Context: an optimization exercise on an open-source flow, tuned for small area, a short achievable clock period and few clock cycles per item. The choices shown serve that exercise and are no tape-out recipe.
Function was checked by simulation only, so behaviour that the tests miss may differ from the original.

==> inputs of branch umber <==
Design aligned_dot8, start of the top module:
module aligned_dot8 (
    input  wire         clk,
    input  wire         rst,
    input  wire         in_valid,
    input  wire [127:0] a_vec,
    input  wire [127:0] b_vec,
    input  wire         ftz,
    output wire         out_valid,
    output wire [31:0]  sum_word,
    output wire [31:0]  comp_word,
    output wire         ovf
);
clock: 90.0 ns
lec_check: 0
abc_area: 1
cap_margin: 20
core_margin: 2
core_utilization: 40
place_density: 0.55
slew_margin: 20
synth_hierarchical: 1
run.sh (not shown) runs the stock make flow with config.mk's settings and CLKGATE_MAP_FILE= SYNTH_SCRIPT=/design/flow/synth_recipe.tcl, a recipe that flattens the netlist after the stock synthesis.
==> branch indigo: changes against branch umber <==
--- a/flow/design.v
+++ b/flow/design.v
@@ -713,40 +713,16 @@
     output wire [31:0]  comp_word,
     output wire         ovf
 );
     localparam P_IN  = 1;    
     localparam P_A   = 0;    
-    localparam P_B   = 1;    
+    localparam P_B   = 0;    
     localparam P_C   = 0;    
     localparam P_D   = 1;    
     localparam P_E   = 0;    
     localparam P_OUT = 1;    
     localparam LAT   = P_IN + P_A + P_B + P_C + P_D + P_E + P_OUT;
-    function [12:0] radd(input [11:0] x, input [11:0] y, input ci);
-        integer n;
-        reg c;
-        begin
-            c = ci;
-            for (n = 0; n < 12; n = n + 1) begin
-                radd[n] = x[n] ^ y[n] ^ c;
-                c = (x[n] & y[n]) | (x[n] & c) | (y[n] & c);
-            end
-            radd[12] = c;
-        end
-    endfunction
-    function [16:0] radd16(input [15:0] x, input [15:0] y, input ci);
-        integer n;
-        reg c;
-        begin
-            c = ci;
-            for (n = 0; n < 16; n = n + 1) begin
-                radd16[n] = x[n] ^ y[n] ^ c;
-                c = (x[n] & y[n]) | (x[n] & c) | (y[n] & c);
-            end
-            radd16[16] = c;
-        end
-    endfunction
     reg [LAT-1:0] vpipe;
     always @(posedge clk) begin
         if (rst) vpipe <= {LAT{1'b0}};
         else     vpipe <= {vpipe, in_valid};
     end
@@ -785,23 +761,21 @@
             assign nan_a[gk] = (a_ef & ~a_m0) | (b_ef & ~b_m0) | (a_inf & b_zero) | (b_inf & a_zero);
             assign inf_a[gk] = ~nan_a[gk] & (a_inf | b_inf);
             assign fin_a[gk] = fin;
             wire [15:0] p;
             ad8_mul8 u_mul (.a({~a_e0, ma}), .b({~b_e0, mb}), .p(p));
-            wire [12:0] rawx = radd({4'd0, ea[7:1], ea[0] | a_e0}, {4'd0, eb[7:1], eb[0] | b_e0}, 1'b0);
-            wire [8:0] raw = rawx[8:0];
+            wire [8:0] raw = {1'b0, ea[7:1], ea[0] | a_e0} + {1'b0, eb[7:1], eb[0] | b_e0};
             reg  [3:0] msb;
             integer j;
             always @* begin
                 msb = 4'd0;
                 for (j = 0; j < 16; j = j + 1)
                     if (p[j]) msb = j[3:0];
             end
-            wire [12:0] leadx = radd({3'd0, raw}, {8'd0, msb}, 1'b0);
             assign prod_a[16*gk +: 16] = p;
             assign raw_a[9*gk +: 9]    = raw;
-            assign lead_a[10*gk +: 10] = fin ? leadx[9:0] : 10'd0;
+            assign lead_a[10*gk +: 10] = fin ? ({1'b0, raw} + {6'd0, msb}) : 10'd0;
         end
     endgenerate
     wire [7:0] nks_a = fin_a & neg_a;
     wire       infp_a = |(inf_a & ~neg_a);
     wire       infn_a = |(inf_a & neg_a);
@@ -820,37 +794,30 @@
     function [9:0] max2(input [9:0] x, input [9:0] y);
         max2 = (x > y) ? x : y;
     endfunction
     wire [9:0] e_b = max2(max2(max2(lead_b[0 +: 10], lead_b[10 +: 10]), max2(lead_b[20 +: 10], lead_b[30 +: 10])),
                           max2(max2(lead_b[40 +: 10], lead_b[50 +: 10]), max2(lead_b[60 +: 10], lead_b[70 +: 10])));
-    wire [7:0] live_b;
-    generate
-        for (gk = 0; gk < 8; gk = gk + 1) begin : g_live
-            assign live_b[gk] = (lead_b[10*gk +: 10] != 10'd0);
-        end
-    endgenerate
-    localparam WB = 128 + 72 + 8 + 8 + 3 + 1 + 10;
-    wire [WB-1:0] b_d = {e_b, ftz_b, fl_b, nks_b, live_b, raw_b, prod_b};
+    localparam WB = 128 + 72 + 80 + 8 + 3 + 1 + 10;
+    wire [WB-1:0] b_d = {e_b, ftz_b, fl_b, nks_b, lead_b, raw_b, prod_b};
     reg  [WB-1:0] b_r;
     always @(posedge clk) b_r <= b_d;
     wire [WB-1:0] b_q = P_B ? b_r : b_d;
     wire [8*16-1:0] prod_c = b_q[0 +: 128];
     wire [8*9-1:0]  raw_c  = b_q[128 +: 72];
-    wire [7:0]      live_c = b_q[200 +: 8];
-    wire [7:0]      nks_c  = b_q[208 +: 8];
-    wire [2:0]      fl_c   = b_q[216 +: 3];
-    wire            ftz_c  = b_q[219];
-    wire [9:0]      e_c    = b_q[220 +: 10];
+    wire [8*10-1:0] lead_c = b_q[200 +: 80];
+    wire [7:0]      nks_c  = b_q[280 +: 8];
+    wire [2:0]      fl_c   = b_q[288 +: 3];
+    wire            ftz_c  = b_q[291];
+    wire [9:0]      e_c    = b_q[292 +: 10];
     wire [8*40-1:0] x_c;
     generate
         for (gk = 0; gk < 8; gk = gk + 1) begin : g_align
             wire               nk = nks_c[gk];
-            wire [12:0]        tx = radd({2'd0, e_c}, ~{3'd0, raw_c[9*gk +: 9]}, 1'b1);
-            wire [9:0]         t  = tx[9:0];
+            wire [9:0]         t  = e_c - {1'b0, raw_c[9*gk +: 9]};
             wire signed [55:0] v  = {nk, prod_c[16*gk +: 16] ^ {16{nk}}, {39{nk}}};
             wire signed [55:0] sh = v >>> t[5:0];
-            wire               z  = ~live_c[gk] | (|t[9:6]);
+            wire               z  = (lead_c[10*gk +: 10] == 10'd0) | (|t[9:6]);
             assign x_c[40*gk +: 40] = z ? {40{nk}} : sh[39:0];
         end
     endgenerate
     reg [3:0] cnt_c;
     integer kc;
@@ -870,17 +837,11 @@
     wire         ftz_d = c_q[337];
     wire [42:0] r0_d, r1_d;
     ad8_csa8 u_csa (.x0(x_d[0 +: 40]), .x1(x_d[40 +: 40]), .x2(x_d[80 +: 40]), .x3(x_d[120 +: 40]),
                     .x4(x_d[160 +: 40]), .x5(x_d[200 +: 40]), .x6(x_d[240 +: 40]), .x7(x_d[280 +: 40]),
                     .cnt(cnt_d), .r0(r0_d), .r1(r1_d));
-    wire [16:0] ul_d  = radd16({1'b0, r0_d[14:0]}, {1'b0, r1_d[14:0]}, 1'b0);
-    wire [16:0] um0_d = radd16({2'b0, r0_d[28:15]}, {2'b0, r1_d[28:15]}, 1'b0);
-    wire [16:0] um1_d = radd16({2'b0, r0_d[28:15]}, {2'b0, r1_d[28:15]}, 1'b1);
-    wire [16:0] uh0_d = radd16({2'b0, r0_d[42:29]}, {2'b0, r1_d[42:29]}, 1'b0);
-    wire [16:0] uh1_d = radd16({2'b0, r0_d[42:29]}, {2'b0, r1_d[42:29]}, 1'b1);
-    wire [14:0] um_d  = ul_d[15] ? um1_d[14:0] : um0_d[14:0];
-    wire [42:0] u_d   = {um_d[14] ? uh1_d[13:0] : uh0_d[13:0], um_d[13:0], ul_d[14:0]};
+    wire [42:0] u_d = r0_d + r1_d;
     wire [43:0] s_d = {{1'b0, u_d[42:40]} - cnt_d, u_d[39:0]};
     localparam WD = 44 + 10 + 3 + 1;
     wire [WD-1:0] d_d = {ftz_d, fl_d, e_d, s_d};
     reg  [WD-1:0] d_r;
     always @(posedge clk) d_r <= d_d;
@@ -897,33 +858,30 @@
     always @* begin
         lz_e = 6'd42;
         for (i = 0; i < 43; i = i + 1)
             if (mag_e[i]) lz_e = 6'd42 - i[5:0];
     end
-    wire [12:0] eb139x_e = radd({2'b00, e_e}, ~12'd139, 1'b1);
-    wire [11:0] eb139_e  = eb139x_e[11:0];
-    wire [12:0] eadjx_e  = radd(eb139_e, ~{6'd0, lz_e}, 1'b1);
-    wire [11:0] eadjs_e  = eadjx_e[11:0];
-    wire        gnorm_e  = ~eadjs_e[11];
-    wire [12:0] eb25x_e  = radd({2'b00, e_e}, ~12'd114, 1'b1);    
-    wire        sund_e  = ~gnorm_e & eb25x_e[11];
-    wire [6:0]  samt_e  = gnorm_e ? {1'b0, lz_e} + 7'd25 : (sund_e ? 7'd0 : eb25x_e[6:0]);
+    wire signed [11:0] eb139_e  = $signed({2'b00, e_e}) - 12'sd139;
+    wire signed [11:0] eadjs_e  = eb139_e - $signed({6'd0, lz_e});
+    wire               gnorm_e  = ~eadjs_e[11];
+    wire signed [11:0] ssh_e    = gnorm_e ? $signed({6'd0, lz_e}) : eb139_e;
+    wire        sund_e  = (ssh_e < -12'sd25);
+    wire [6:0]  samt_e  = sund_e ? 7'd0 : ssh_e[6:0] + 7'd25;
     wire [67:0] fx_e    = {25'd0, mag_e} << samt_e;
     wire [42:0] f_e     = sund_e ? 43'd0 : fx_e[67:25];
     wire        lost_e  = sund_e | (|fx_e[24:0]);
     wire [24:0] q_e     = {1'b0, f_e[42:19]} + {24'd0, f_e[18]};
     wire [8:0]  eadj_e  = gnorm_e ? eadjs_e[8:0] : 9'd0;
-    wire [12:0] efldx_e = radd({3'd0, eadj_e}, {10'd0, q_e[24:23]}, 1'b0);
-    wire [9:0]  efld_e  = efldx_e[9:0];
-    wire        g_ovf_e  = ~mzero_e & (efld_e[9] | efld_e[8] | (&efld_e[7:0]));
+    wire [9:0]  efld_e  = {1'b0, eadj_e} + {8'd0, q_e[24:23]};
+    wire        g_ovf_e  = ~mzero_e & (efld_e >= 10'd255);
     wire        g_zero_e = mzero_e | ((efld_e == 10'd0) & (ftz_e | (q_e[22:0] == 23'd0)));
     wire [31:0] g_bits_e = {sgn_e, efld_e[7:0], q_e[22:0]};
     wire [18:0] low_e    = f_e[18:0];
     wire        guard_e  = f_e[18];
     wire        below0_e = (f_e[17:0] == 18'd0) & ~lost_e;
-    localparam WE = 32 + 19 + 6 + 12 + 3 + 1;
-    wire [WE-1:0] e_dd = {ftz_e, fl_e, eadjs_e, sgn_e, gnorm_e, g_ovf_e, g_zero_e, guard_e, below0_e, low_e, g_bits_e};
+    localparam WE = 32 + 19 + 6 + 6 + 10 + 3 + 1;
+    wire [WE-1:0] e_dd = {ftz_e, fl_e, e_e, lz_e, sgn_e, gnorm_e, g_ovf_e, g_zero_e, guard_e, below0_e, low_e, g_bits_e};
     reg  [WE-1:0] e_r;
     always @(posedge clk) e_r <= e_dd;
     wire [WE-1:0] e_q = P_E ? e_r : e_dd;
     wire [31:0] g_bits_f = e_q[0 +: 32];
     wire [18:0] low_f    = e_q[32 +: 19];
@@ -931,30 +889,32 @@
     wire        guard_f  = e_q[52];
     wire        g_zero_f = e_q[53];
     wire        g_ovf_f  = e_q[54];
     wire        gnorm_f  = e_q[55];
     wire        sgn_f    = e_q[56];
-    wire [11:0] eadjs_f  = e_q[57 +: 12];
-    wire [2:0]  fl_f     = e_q[69 +: 3];
-    wire        ftz_f    = e_q[72];
+    wire [5:0]  lz_f     = e_q[57 +: 6];
+    wire [9:0]  e_f      = e_q[63 +: 10];
+    wire [2:0]  fl_f     = e_q[73 +: 3];
+    wire        ftz_f    = e_q[76];
     wire        rneg_f  = sgn_f ^ guard_f;
     wire [18:0] rem_f   = guard_f ? (~low_f + 19'd1) : low_f;
     wire        rzero_f = (rem_f == 19'd0);
     reg  [4:0]  lzr_f;
     always @* begin
         lzr_f = 5'd18;
         for (i = 0; i < 19; i = i + 1)
             if (rem_f[i]) lzr_f = 5'd18 - i[4:0];
     end
-    wire [12:0] dcx_f   = radd(eadjs_f, ~({7'd0, lzr_f} + 12'd24), 1'b1);   
-    wire        cnorm_f = ~dcx_f[11];
-    wire [5:0]  scamt_f = cnorm_f ? {1'b0, lzr_f} + 6'd24 : eadjs_f[5:0];
+    wire signed [11:0] s2_f    = $signed({2'b00, e_f}) - 12'sd158 - $signed({6'd0, lz_f});
+    wire signed [11:0] lzr5_f  = $signed({7'd0, lzr_f}) + 12'sd5;
+    wire               cnorm_f = (s2_f >= lzr5_f);
+    wire signed [11:0] sc_f    = cnorm_f ? lzr5_f : s2_f;
+    wire [5:0]  scamt_f = (sc_f < -12'sd19) ? 6'd0 : sc_f[5:0] + 6'd19;
     wire [61:0] cx_f    = {43'd0, rem_f} << scamt_f;
     wire [23:0] cfld_f  = cx_f[42:19];
     wire [23:0] q2_f    = cfld_f + {23'd0, cx_f[18]};
-    wire [12:0] efcx_f  = radd(eadjs_f, ~({7'd0, lzr_f} + 12'd23), 1'b1);   
-    wire [11:0] efc_f   = efcx_f[11:0];
+    wire [11:0] efc_f   = $signed({2'b00, e_f}) - 12'sd162 - $signed({6'd0, lz_f}) - $signed({7'd0, lzr_f});
     wire [31:0] cn_f    = cnorm_f ? {rneg_f, efc_f[7:0], cfld_f[22:0]}
                                   : (ftz_f ? {rneg_f, 31'd0} : {rneg_f, 8'd0, q2_f[22:0]});
     reg  [31:0] c_bits_f;
     always @* begin
         if (g_zero_f)
==> results.txt <==
| item | branch umber | branch indigo |
|---|---|---|
| Run status | no timing/DRC/antenna violations | no timing/DRC/antenna violations |
| Number of sequential cells in the layout | 614 | 383 |
| Detailed route wirelength on metal3 | 12.10 mm | 12.99 mm |
| Share of synthesized area occupied by flip-flops and latches | 17.93% | 11.36% |
| Final nets | 10510 | 11100 |
| Pin count of the biggest net entering global routing | 57 | 66 |
| Starting density of the core | 40.36% | 40.31% |
| Layout cell share with drive strength beyond 1 | 3.772% | 3.865% |
| FF-to-FF path depth | 69 | 109 |
| Combined flip-flop and latch cell area | 12290 sq um | 7669 sq um |
| Die Y | 418.0 microns | 414.8 microns |
| Area taken by multi-input logic gates | 47500 sq um | 50110 sq um |
| TAP cells | 2218 | 2204 |
| Final worst clock skew | 0.05506 ns | 0.02059 ns |
| Shortest period the worst path allows | 19.57 ns | 26.86 ns |
Testbench counts of branch umber, summed over its fixed seeds: cycles 24,024, items 24,000.
Testbench counts of branch indigo, summed over its fixed seeds: cycles 24,016, items 24,000.

-- static timing again, ports no longer ideal --
How much do the figures lean on ideal ports? The routed layouts below were timed once more, with nothing changed but the port constraints. Step 1 sets driving cells, clkbuf_16 on the clock port and buf_2 on the other inputs (assumed; they add their load-dependent delay and slew). Step 2 times the ports against the registers' clock, not the clock port: input delays grow and output delays shrink by t, the midpoint of the rising clock arrivals with the driver on. Slacks: ideal / step 1 / step 2; pairs: ideal / step 1.
| run | shift t [ns] | setup slack, ns | worst register clock-pin slew, ns |
|---|---|---|---|
| branch umber | 0.798 | 70.429 / 70.350 / 71.148 | 0.08 / 0.08 |
| branch indigo | 0.742 | 63.139 / 63.139 / 63.139 | 0.07 / 0.07 |
After both steps every run listed still meets setup and hold.
